Background: an optimization exercise with open tools, aiming at small area, a short achievable clock period and few clock cycles per item. Do not read the settings as production practice. The RTL was checked by simulation tests, not by an equivalence proof against the original design.

==> run a <==
==> flow/design.v <==
module rs72_dec (
    input             clk,
    input             rst,
    input             in_valid,
    output            in_ready,
    input      [63:0] in_data,
    output            out_valid,
    output     [63:0] out_data,
    output            out_last,
    output            out_corrected,
    output            out_uncorrectable,
    output     [1:0]  out_nerr
);
    localparam integer L = 13;
    function automatic [7:0] gf_xt(input [7:0] a);
        gf_xt = {a[6:0], 1'b0} ^ (a[7] ? 8'h1D : 8'h00);
    endfunction
    function automatic [7:0] gf_mulc(input [7:0] a, input integer e);
        integer i;
        reg [7:0] x;
        begin
            x = a;
            for (i = 0; i < e; i = i + 1) x = gf_xt(x);
            gf_mulc = x;
        end
    endfunction
    localparam [63:0]   TCOLS  = 64'h1648c13221402b01;
    localparam [63:0]   TICOLS = 64'h2504095744994e01;
    localparam [63:0]   QCOLS  = 64'h0094a67814080a06;
    localparam [63:0]   SQCOLS = 64'hc832491f0c030401;
    localparam [7:0]    TRMASK = 8'h80;
    localparam [3:0]    LAM    = 4'hf;
    localparam [63:0]   INV16  = 64'h834a5c2f67bde910;
    localparam [2047:0] POS    = 2048'h00000000bdb2be0000000000aa0000008e000000980000000000000000000092000000000000000090889b0000009c00000000000000000000008b00008ac20000bc0000000000000000000000a0000086000000a6b88d000000b39d0000b50000000000000000000000b10000000000000000000082a985000000809f0000a300b000ba0091000096008400009300b499000000ad000000000000a10000ac009aa8af00000000000000000000bf000000000000000000c18c00a4a700a295c500bb0000000000000000000000c387810000009ec6aeb700008900009700c40000000000008f00b900c00000ab00000000000000009400000000b68300a5c700;
    function automatic [3:0] m4(input [3:0] p, input [3:0] q);
        integer i;
        reg [3:0] r, x;
        begin
            r = 4'd0;
            x = p;
            for (i = 0; i < 4; i = i + 1) begin
                if (q[i]) r = r ^ x;
                x = {x[2:0], 1'b0} ^ (x[3] ? 4'h3 : 4'h0);
            end
            m4 = r;
        end
    endfunction
    function automatic [7:0] cmul(input [7:0] a, input [7:0] b);
        reg [3:0] hh, ll, mm;
        begin
            hh = m4(a[7:4], b[7:4]);
            ll = m4(a[3:0], b[3:0]);
            mm = m4(a[7:4] ^ a[3:0], b[7:4] ^ b[3:0]);
            cmul = {mm ^ ll, ll ^ m4(hh, LAM)};
        end
    endfunction
    function automatic [7:0] clin(input [7:0] a, input [63:0] cols);
        integer i;
        reg [7:0] r;
        begin
            r = 8'd0;
            for (i = 0; i < 8; i = i + 1)
                if (a[i]) r = r ^ cols[8*i +: 8];
            clin = r;
        end
    endfunction
    function automatic [7:0] csq(input [7:0] a);
        csq = clin(a, SQCOLS);
    endfunction
    function automatic [7:0] cinv(input [7:0] a);
        reg [3:0] d, di;
        begin
            d  = m4(a[3:0], a[3:0]) ^ m4(a[3:0], a[7:4]) ^ m4(m4(a[7:4], a[7:4]), LAM);
            di = INV16[4*d +: 4];
            cinv = {m4(a[7:4], di), m4(a[7:4] ^ a[3:0], di)};
        end
    endfunction
    integer i, j, k;
    reg [63:0]  ring [0:L-1];
    reg [L-1:0] live;       
    reg [L-1:0] first;      
    reg [L-1:0] upar;       
    reg         in_rdy;
    reg [3:0]   inb;        
    reg         inpar;      
    reg [3:0]   ph;         
    reg         fire;       
    reg [2:0]   ob;         
    reg         hp;         
    reg         rdy;        
    reg         fresh;      
    reg         sfirst;     
    reg         ev0, ev1, ev2, ev3;
    wire accept = in_valid & in_rdy;
    assign in_ready = in_rdy;
    wire [2:0] ob_n   = fire ? ob + 3'd1 : ob;
    wire       hp_n   = (fire && ob == 3'd7) ? ~hp : hp;
    wire       rdy_n  = ev3 | (rdy & ~(fire && ob == 3'd7));
    wire       fire_n = live[L-2] & ((ob_n != 3'd0) | (first[L-2] & (upar[L-2] == hp_n) & rdy_n));
    wire       free_n = ~live[L-2] | fire_n;
    always @(posedge clk) begin
        for (i = 1; i < L; i = i + 1) ring[i] <= ring[i-1];
        ring[0] <= in_rdy ? in_data : ring[L-1];
        for (i = 1; i < L; i = i + 1) begin
            first[i] <= first[i-1];
            upar[i]  <= upar[i-1];
        end
        first[0] <= in_rdy ? (inb == 4'd0) : first[L-1];
        upar[0]  <= in_rdy ? inpar : upar[L-1];
        sfirst   <= (inb == 4'd0);
        if (rst) begin
            live   <= {L{1'b0}};
            in_rdy <= 1'b1;
            inb    <= 4'd0;
            inpar  <= 1'b0;
            ph     <= 4'd0;
            fire   <= 1'b0;
            ob     <= 3'd0;
            hp     <= 1'b0;
            rdy    <= 1'b0;
            fresh  <= 1'b0;
            ev0    <= 1'b0;
            ev1    <= 1'b0;
            ev2    <= 1'b0;
            ev3    <= 1'b0;
        end else begin
            for (i = 1; i < L; i = i + 1) live[i] <= live[i-1];
            live[0] <= (accept && inb != 4'd8) | (live[L-1] & ~fire);
            in_rdy  <= free_n & (accept | inb == 4'd0 | inb == 4'd8 | ph == 4'd0);
            if (accept) begin
                inb <= (inb == 4'd8) ? 4'd0 : inb + 4'd1;
                if (inb == 4'd8) inpar <= ~inpar;
            end
            ph    <= (accept && inb != 4'd8) ? 4'd1 : (ph == L - 1) ? 4'd0 : ph + 4'd1;
            fire  <= fire_n;
            ob    <= ob_n;
            hp    <= hp_n;
            rdy   <= rdy_n;
            fresh <= accept;
            ev0   <= accept && inb == 4'd8;
            ev1   <= ev0;
            ev2   <= ev1;
            ev3   <= ev2;
        end
    end
    reg [7:0] syn [0:7];
    reg [7:0] sacc;
    always @(posedge clk) begin
        if (fresh) begin
            for (j = 0; j < 8; j = j + 1) begin
                sacc = sfirst ? 8'd0 : syn[j];
                for (k = 0; k < 8; k = k + 1)
                    sacc = gf_mulc(sacc, j) ^ ring[0][8*k +: 8];
                syn[j] <= sacc;
            end
        end
    end
    reg [7:0] s [0:7];
    reg [7:0] det, s1n, s2n, den, num;
    reg       c_dz, c_zero;
    always @* begin
        for (j = 0; j < 8; j = j + 1) s[j] = clin(syn[j], TCOLS);
        det  = cmul(s[0], s[2]) ^ csq(s[1]);
        s1n  = cmul(s[1], s[2]) ^ cmul(s[0], s[3]);
        s2n  = cmul(s[1], s[3]) ^ csq(s[2]);
        c_dz = (det == 8'd0);
        den  = c_dz ? s[0] : det;
        num  = c_dz ? s[1] : s1n;
        c_zero = 1'b1;
        for (j = 0; j < 8; j = j + 1)
            if (syn[j] != 8'd0) c_zero = 1'b0;
    end
    reg [7:0] h_s [0:7];      
    reg [7:0] p_den, p_num, p_iden, p_inum, p_s2n;
    reg       p_dz, p_zero;
    always @(posedge clk) begin
        if (ev1)
            for (j = 0; j < 8; j = j + 1) h_s[j] <= s[j];
        p_den  <= den;
        p_num  <= num;
        p_iden <= cinv(den);
        p_inum <= cinv(num);
        p_s2n  <= s2n;
        p_dz   <= c_dz;
        p_zero <= c_zero;
    end
    reg [7:0] sg1, sg2, isg1;
    always @* begin
        sg1  = cmul(p_num, p_iden);
        sg2  = p_dz ? 8'd0 : cmul(p_s2n, p_iden);
        isg1 = cmul(p_den, p_inum);
    end
    reg [7:0] q_sg1, q_sg2, q_t, q_u;
    reg       q_dz, q_zero;
    always @(posedge clk) begin
        q_sg1  <= sg1;
        q_sg2  <= sg2;
        q_t    <= cmul(sg2, csq(isg1));
        q_u    <= cmul(h_s[1], isg1);
        q_dz   <= p_dz;
        q_zero <= p_zero;
    end
    reg [7:0] y, x1, x2, yc1, yc2, cj, p1, p2;
    reg       chk, ok1, ok2;
    reg       d_v1, d_v2, d_unc;
    reg [1:0] d_nerr;
    always @* begin
        chk = 1'b1;
        for (j = 2; j < 6; j = j + 1) begin
            cj = h_s[j+2] ^ cmul(q_sg1, h_s[j+1]) ^ cmul(q_sg2, h_s[j]);
            if (cj != 8'd0) chk = 1'b0;
        end
        cj = h_s[3] ^ cmul(q_sg1, h_s[2]);
        if (q_dz && cj != 8'd0) chk = 1'b0;
        y   = clin(q_t, QCOLS);
        x1  = q_dz ? q_sg1 : cmul(q_sg1, y);
        x2  = x1 ^ q_sg1;
        yc2 = q_u ^ cmul(h_s[0], y);
        yc1 = q_dz ? h_s[0] : (yc2 ^ h_s[0]);
        p1  = POS[8*x1 +: 8];
        p2  = POS[8*x2 +: 8];
        ok1 = chk && (h_s[0] != 8'd0) && p1[7];
        ok2 = chk && (q_sg1 != 8'd0) && (q_sg2 != 8'd0) && !(^(q_t & TRMASK)) && p1[7] && p2[7];
        if (q_zero) begin
            d_nerr = 2'd0; d_unc = 1'b0; d_v1 = 1'b0; d_v2 = 1'b0;
        end else if (q_dz) begin
            d_nerr = ok1 ? 2'd1 : 2'd0; d_unc = ~ok1; d_v1 = ok1; d_v2 = 1'b0;
        end else begin
            d_nerr = ok2 ? 2'd2 : 2'd0; d_unc = ~ok2; d_v1 = ok2; d_v2 = ok2;
        end
    end
    reg       f_v1, f_v2, f_unc;
    reg [6:0] f_pos1, f_pos2;
    reg [7:0] f_y1, f_y2;
    reg [1:0] f_nerr;
    always @(posedge clk) begin
        if (ev3) begin
            f_v1   <= d_v1;
            f_v2   <= d_v2;
            f_pos1 <= p1[6:0];
            f_pos2 <= p2[6:0];
            f_y1   <= clin(yc1, TICOLS);
            f_y2   <= clin(yc2, TICOLS);
            f_nerr <= d_nerr;
            f_unc  <= d_unc;
        end
    end
    reg [63:0] fix;
    always @* begin
        for (k = 0; k < 8; k = k + 1) begin
            fix[8*k +: 8] = ring[L-1][8*k +: 8];
            if (f_v1 && f_pos1 == {ob, k[2:0]}) fix[8*k +: 8] = fix[8*k +: 8] ^ f_y1;
            if (f_v2 && f_pos2 == {ob, k[2:0]}) fix[8*k +: 8] = fix[8*k +: 8] ^ f_y2;
        end
    end
    reg [63:0] o_data;
    reg        o_valid, o_last, o_corr, o_unc;
    reg [1:0]  o_nerr;
    always @(posedge clk) begin
        o_data <= fix;
        if (fire && ob == 3'd7) begin
            o_nerr <= f_nerr;
            o_unc  <= f_unc;
            o_corr <= (f_nerr != 2'd0);
        end
        if (rst) begin
            o_valid <= 1'b0;
            o_last  <= 1'b0;
        end else begin
            o_valid <= fire;
            o_last  <= fire && ob == 3'd7;
        end
    end
    assign out_valid         = o_valid;
    assign out_data          = o_data;
    assign out_last          = o_last;
    assign out_corrected     = o_corr;
    assign out_uncorrectable = o_unc;
    assign out_nerr          = o_nerr;
endmodule
==> flow/run.sh <==
#!/bin/bash
# synth_recipe.tcl (not shown) runs the flow's synth.tcl, then flattens the netlist and writes it again
# the make line also repeats each setting of config.mk as NAME=value (left out here)
make -C /OpenROAD-flow-scripts/flow DESIGN_CONFIG=/design/flow/config.mk WORK_HOME=/design/flow/orfs CLKGATE_MAP_FILE= SYNTH_SCRIPT=/design/flow/synth_recipe.tcl finish
==> flow/config.mk <==
export PLATFORM = sky130hd
export DESIGN_NAME = rs72_dec
export DESIGN_NICKNAME = rs72_dec
export VERILOG_FILES = /design/flow/design.v
export SDC_FILE = /design/flow/constraint.sdc
export NUM_CORES = 4
export LEC_CHECK = 0
export CAP_MARGIN = 20
export CORE_MARGIN = 2
export CORE_UTILIZATION = 40
export PLACE_DENSITY = 0.6
export SLEW_MARGIN = 20
==> flow/constraint.sdc <==
create_clock -name core_clock -period 32.0 [get_ports {clk}]
set_input_delay 6.4000 -clock core_clock [delete_from_list [all_inputs] [get_ports {clk}]]
set_output_delay 6.4000 -clock core_clock [all_outputs]
set_load 0.01 [all_outputs]
==> run b (differences from run a) <==
==> flow/design.v, changed modules only <==
module rs72_dec (
    input             clk,
    input             rst,
    input             in_valid,
    output            in_ready,
    input      [63:0] in_data,
    output            out_valid,
    output     [63:0] out_data,
    output            out_last,
    output            out_corrected,
    output            out_uncorrectable,
    output     [1:0]  out_nerr
);
    localparam integer L = 14;
    function automatic [7:0] gf_xt(input [7:0] a);
        gf_xt = {a[6:0], 1'b0} ^ (a[7] ? 8'h1D : 8'h00);
    endfunction
    function automatic [7:0] gf_mulc(input [7:0] a, input integer e);
        integer i;
        reg [7:0] x;
        begin
            x = a;
            for (i = 0; i < e; i = i + 1) x = gf_xt(x);
            gf_mulc = x;
        end
    endfunction
    localparam [63:0]   TCOLS  = 64'h1648c13221402b01;
    localparam [63:0]   TICOLS = 64'h2504095744994e01;
    localparam [63:0]   QCOLS  = 64'h0094a67814080a06;
    localparam [63:0]   SQCOLS = 64'hc832491f0c030401;
    localparam [7:0]    TRMASK = 8'h80;
    localparam [3:0]    LAM    = 4'hf;
    localparam [63:0]   INV16  = 64'h834a5c2f67bde910;
    localparam [2047:0] POS    = 2048'h00000000bdb2be0000000000aa0000008e000000980000000000000000000092000000000000000090889b0000009c00000000000000000000008b00008ac20000bc0000000000000000000000a0000086000000a6b88d000000b39d0000b50000000000000000000000b10000000000000000000082a985000000809f0000a300b000ba0091000096008400009300b499000000ad000000000000a10000ac009aa8af00000000000000000000bf000000000000000000c18c00a4a700a295c500bb0000000000000000000000c387810000009ec6aeb700008900009700c40000000000008f00b900c00000ab00000000000000009400000000b68300a5c700;
    function automatic [3:0] m4(input [3:0] p, input [3:0] q);
        integer i;
        reg [3:0] r, x;
        begin
            r = 4'd0;
            x = p;
            for (i = 0; i < 4; i = i + 1) begin
                if (q[i]) r = r ^ x;
                x = {x[2:0], 1'b0} ^ (x[3] ? 4'h3 : 4'h0);
            end
            m4 = r;
        end
    endfunction
    function automatic [7:0] cmul(input [7:0] a, input [7:0] b);
        reg [3:0] hh, ll, mm;
        begin
            hh = m4(a[7:4], b[7:4]);
            ll = m4(a[3:0], b[3:0]);
            mm = m4(a[7:4] ^ a[3:0], b[7:4] ^ b[3:0]);
            cmul = {mm ^ ll, ll ^ m4(hh, LAM)};
        end
    endfunction
    function automatic [7:0] clin(input [7:0] a, input [63:0] cols);
        integer i;
        reg [7:0] r;
        begin
            r = 8'd0;
            for (i = 0; i < 8; i = i + 1)
                if (a[i]) r = r ^ cols[8*i +: 8];
            clin = r;
        end
    endfunction
    function automatic [7:0] csq(input [7:0] a);
        csq = clin(a, SQCOLS);
    endfunction
    function automatic [7:0] cinv(input [7:0] a);
        reg [3:0] d, di;
        begin
            d  = m4(a[3:0], a[3:0]) ^ m4(a[3:0], a[7:4]) ^ m4(m4(a[7:4], a[7:4]), LAM);
            di = INV16[4*d +: 4];
            cinv = {m4(a[7:4], di), m4(a[7:4] ^ a[3:0], di)};
        end
    endfunction
    integer i, j, k;
    reg [63:0]  ring [0:L-1];
    reg [L-1:0] live;       
    reg [L-1:0] first;      
    reg [L-1:0] upar;       
    reg         in_rdy;
    reg         wsel;       
    reg [3:0]   inb;        
    reg         inpar;      
    reg [3:0]   ph;         
    reg         fire;       
    reg [2:0]   ob;         
    reg         hp;         
    reg         rdy;        
    reg         fresh;      
    reg         sfirst;     
    reg         ev0, ev1, ev2, ev3, ev4;
    wire accept = in_valid & in_rdy;
    assign in_ready = in_rdy;
    wire [2:0] ob_n   = fire ? ob + 3'd1 : ob;
    wire       hp_n   = (fire && ob == 3'd7) ? ~hp : hp;
    wire       rdy_n  = ev4 | (rdy & ~(fire && ob == 3'd7));
    wire       fire_n = live[L-2] & ((ob_n != 3'd0) | (first[L-2] & (upar[L-2] == hp_n) & rdy_n));
    wire       free_n = ~live[L-2] | fire_n;
    always @(posedge clk) begin
        for (i = 1; i < L; i = i + 1) ring[i] <= ring[i-1];
        ring[0] <= wsel ? in_data : ring[L-1];
        for (i = 1; i < L; i = i + 1) begin
            first[i] <= first[i-1];
            upar[i]  <= upar[i-1];
        end
        first[0] <= in_rdy ? (inb == 4'd0) : first[L-1];
        upar[0]  <= in_rdy ? inpar : upar[L-1];
        sfirst   <= (inb == 4'd0);
        if (rst) begin
            live   <= {L{1'b0}};
            in_rdy <= 1'b1;
            wsel   <= 1'b1;
            inb    <= 4'd0;
            inpar  <= 1'b0;
            ph     <= 4'd0;
            fire   <= 1'b0;
            ob     <= 3'd0;
            hp     <= 1'b0;
            rdy    <= 1'b0;
            fresh  <= 1'b0;
            ev0    <= 1'b0;
            ev1    <= 1'b0;
            ev2    <= 1'b0;
            ev3    <= 1'b0;
            ev4    <= 1'b0;
        end else begin
            for (i = 1; i < L; i = i + 1) live[i] <= live[i-1];
            live[0] <= (accept && inb != 4'd8) | (live[L-1] & ~fire);
            in_rdy  <= free_n & (accept | inb == 4'd0 | inb == 4'd8 | ph == 4'd0);
            wsel    <= free_n;
            if (accept) begin
                inb <= (inb == 4'd8) ? 4'd0 : inb + 4'd1;
                if (inb == 4'd8) inpar <= ~inpar;
            end
            ph    <= (accept && inb != 4'd8) ? 4'd1 : (ph == L - 1) ? 4'd0 : ph + 4'd1;
            fire  <= fire_n;
            ob    <= ob_n;
            hp    <= hp_n;
            rdy   <= rdy_n;
            fresh <= accept;
            ev0   <= accept && inb == 4'd8;
            ev1   <= ev0;
            ev2   <= ev1;
            ev3   <= ev2;
            ev4   <= ev3;
        end
    end
    reg [7:0] syn [0:7];
    reg [7:0] sacc;
    always @(posedge clk) begin
        if (fresh) begin
            for (j = 0; j < 8; j = j + 1) begin
                sacc = sfirst ? 8'd0 : syn[j];
                for (k = 0; k < 8; k = k + 1)
                    sacc = gf_mulc(sacc, j) ^ ring[0][8*k +: 8];
                syn[j] <= sacc;
            end
        end
    end
    reg [7:0] s [0:7];
    reg [7:0] det, s1n, s2n, den, num, iden, inum;
    reg       c_dz, c_zero;
    reg [7:0] h_s [0:7];      
    reg [7:0] p_den, p_num, p_s2n;
    reg       p_dz, p_zero;
    reg [7:0] q_sg1, q_sg2, q_isg1;
    reg       q_dz, q_zero;
    reg [7:0] r_sg1, r_sg2, r_t, r_u;
    reg       r_dz, r_zero, r_ok123;
    reg [7:0] ma [0:5];
    reg [7:0] mb [0:5];
    reg [7:0] mp [0:5];
    reg [7:0] y;
    always @* begin
        for (j = 0; j < 8; j = j + 1) s[j] = clin(syn[j], TCOLS);
        iden = cinv(p_den);
        inum = cinv(p_num);
        y    = clin(r_t, QCOLS);
        for (i = 0; i < 6; i = i + 1) begin
            ma[i] = 8'd0;
            mb[i] = 8'd0;
        end
        if (ev1) begin
            ma[0] = s[0]; mb[0] = s[2];
            ma[1] = s[1]; mb[1] = s[2];
            ma[2] = s[0]; mb[2] = s[3];
            ma[3] = s[1]; mb[3] = s[3];
        end
        if (ev2) begin
            ma[0] = p_num; mb[0] = iden;
            ma[1] = p_s2n; mb[1] = iden;
            ma[2] = p_den; mb[2] = inum;
        end
        if (ev3) begin
            ma[0] = q_sg2;  mb[0] = csq(q_isg1);
            ma[1] = h_s[1]; mb[1] = q_isg1;
            ma[2] = q_sg1;  mb[2] = h_s[3];
            ma[3] = q_sg1;  mb[3] = h_s[4];
            ma[4] = q_dz ? q_sg1 : q_sg2; mb[4] = h_s[2];
            ma[5] = q_sg2;  mb[5] = h_s[3];
        end
        if (ev4) begin
            ma[0] = r_sg1;  mb[0] = y;
            ma[1] = h_s[0]; mb[1] = y;
            ma[2] = r_sg1;  mb[2] = h_s[5];
            ma[3] = r_sg1;  mb[3] = h_s[6];
            ma[4] = r_sg2;  mb[4] = h_s[4];
            ma[5] = r_sg2;  mb[5] = h_s[5];
        end
        for (i = 0; i < 6; i = i + 1) mp[i] = cmul(ma[i], mb[i]);
        det  = mp[0] ^ csq(s[1]);
        s1n  = mp[1] ^ mp[2];
        s2n  = mp[3] ^ csq(s[2]);
        c_dz = (det == 8'd0);
        den  = c_dz ? s[0] : det;
        num  = c_dz ? s[1] : s1n;
        c_zero = 1'b1;
        for (j = 0; j < 8; j = j + 1)
            if (syn[j] != 8'd0) c_zero = 1'b0;
    end
    always @(posedge clk) begin
        if (ev1)
            for (j = 0; j < 8; j = j + 1) h_s[j] <= s[j];
        p_den  <= den;
        p_num  <= num;
        p_s2n  <= s2n;
        p_dz   <= c_dz;
        p_zero <= c_zero;
        q_sg1  <= mp[0];
        q_sg2  <= p_dz ? 8'd0 : mp[1];
        q_isg1 <= mp[2];
        q_dz   <= p_dz;
        q_zero <= p_zero;
        r_sg1  <= q_sg1;
        r_sg2  <= q_sg2;
        r_t    <= mp[0];
        r_u    <= mp[1];
        r_ok123 <= ((h_s[4] ^ mp[2] ^ (q_dz ? 8'd0 : mp[4])) == 8'd0) &&
                   (!q_dz || (h_s[3] ^ mp[4]) == 8'd0) &&
                   ((h_s[5] ^ mp[3] ^ mp[5]) == 8'd0);
        r_dz   <= q_dz;
        r_zero <= q_zero;
    end
    reg [7:0] x1, x2, yc1, yc2, p1, p2;
    reg       chk, ok1, ok2;
    reg       d_v1, d_v2, d_unc;
    reg [1:0] d_nerr;
    always @* begin
        chk = r_ok123 &&
              ((h_s[6] ^ mp[2] ^ mp[4]) == 8'd0) &&
              ((h_s[7] ^ mp[3] ^ mp[5]) == 8'd0);
        x1  = r_dz ? r_sg1 : mp[0];
        x2  = x1 ^ r_sg1;
        yc2 = r_u ^ mp[1];
        yc1 = r_dz ? h_s[0] : (yc2 ^ h_s[0]);
        p1  = POS[8*x1 +: 8];
        p2  = POS[8*x2 +: 8];
        ok1 = chk && (h_s[0] != 8'd0) && p1[7];
        ok2 = chk && (r_sg1 != 8'd0) && (r_sg2 != 8'd0) && !(^(r_t & TRMASK)) && p1[7] && p2[7];
        if (r_zero) begin
            d_nerr = 2'd0; d_unc = 1'b0; d_v1 = 1'b0; d_v2 = 1'b0;
        end else if (r_dz) begin
            d_nerr = ok1 ? 2'd1 : 2'd0; d_unc = ~ok1; d_v1 = ok1; d_v2 = 1'b0;
        end else begin
            d_nerr = ok2 ? 2'd2 : 2'd0; d_unc = ~ok2; d_v1 = ok2; d_v2 = ok2;
        end
    end
    reg       f_v1, f_v2, f_unc;
    reg [6:0] f_pos1, f_pos2;
    reg [7:0] f_y1, f_y2;
    reg [1:0] f_nerr;
    always @(posedge clk) begin
        if (ev4) begin
            f_v1   <= d_v1;
            f_v2   <= d_v2;
            f_pos1 <= p1[6:0];
            f_pos2 <= p2[6:0];
            f_y1   <= clin(yc1, TICOLS);
            f_y2   <= clin(yc2, TICOLS);
            f_nerr <= d_nerr;
            f_unc  <= d_unc;
        end
    end
    reg [63:0] fix;
    always @* begin
        for (k = 0; k < 8; k = k + 1) begin
            fix[8*k +: 8] = ring[L-1][8*k +: 8];
            if (f_v1 && f_pos1 == {ob, k[2:0]}) fix[8*k +: 8] = fix[8*k +: 8] ^ f_y1;
            if (f_v2 && f_pos2 == {ob, k[2:0]}) fix[8*k +: 8] = fix[8*k +: 8] ^ f_y2;
        end
    end
    reg [63:0] o_data;
    reg        o_valid, o_last, o_corr, o_unc;
    reg [1:0]  o_nerr;
    always @(posedge clk) begin
        o_data <= fix;
        if (fire && ob == 3'd7) begin
            o_nerr <= f_nerr;
            o_unc  <= f_unc;
            o_corr <= (f_nerr != 2'd0);
        end
        if (rst) begin
            o_valid <= 1'b0;
            o_last  <= 1'b0;
        end else begin
            o_valid <= fire;
            o_last  <= fire && ob == 3'd7;
        end
    end
    assign out_valid         = o_valid;
    assign out_data          = o_data;
    assign out_last          = o_last;
    assign out_corrected     = o_corr;
    assign out_uncorrectable = o_unc;
    assign out_nerr          = o_nerr;
endmodule
==> key figures <==
Status
  • Status: finished clean

Detailed routing
  • Met1 WL: between 80000 and 90000 um

Worst setup path
  • Critical path origin: syn[2][1]$_DFFE_PP_

Final layout
  • Filler Cell Count: about 15000

Placed design
  • Placed Instance Area: 0.0671 mm^2
That was run a.
==> key figures <==
Placed design
  • Placed Instance Area: just over 0.06 mm^2

STA
  • Final setup vio count: 0

Status
  • Status: finished clean

Detailed routing
  • Met1 WL: 75900 um
That was run b.
Testbench counts of run a, summed over its fixed seeds: cycles 14,504, units 1,600.
Testbench counts of run b, summed over its fixed seeds: cycles 14,512, units 1,600.

## port drivers added, routing unchanged
In the flow no input, the clock included, has a driving cell. The finished layouts below were timed again as built, in two steps. Step 1: set_driving_cell puts a clkbuf_16 on clk and a buf_2 on each other input, an assumption about the parent block. Step 2 adds t to the input delays and takes it off the output delays; t is the mean of the earliest and latest rising clock arrival at the registers after step 1. Input paths then give back, and output paths get back, about the clock's delay inside the block. Three values: no drivers, after step 1, after step 2; two values: the first two.
| run | t (ns) | setup slack, ns | latest minus earliest clock arrival (ns) | worst register clock-pin slew, ns | worst slew at a driven data input, ns |
|---|---|---|---|---|---|
| run a | 0.824 | 23.225 / 23.225 / 23.225 | 0.100 / 0.100 | 0.07 / 0.07 | 0.07 |
| run b | 0.814 | 22.418 / 22.418 / 22.418 | 0.054 / 0.053 | 0.07 / 0.07 | 0.06 |
After both steps every run listed still meets setup and hold.
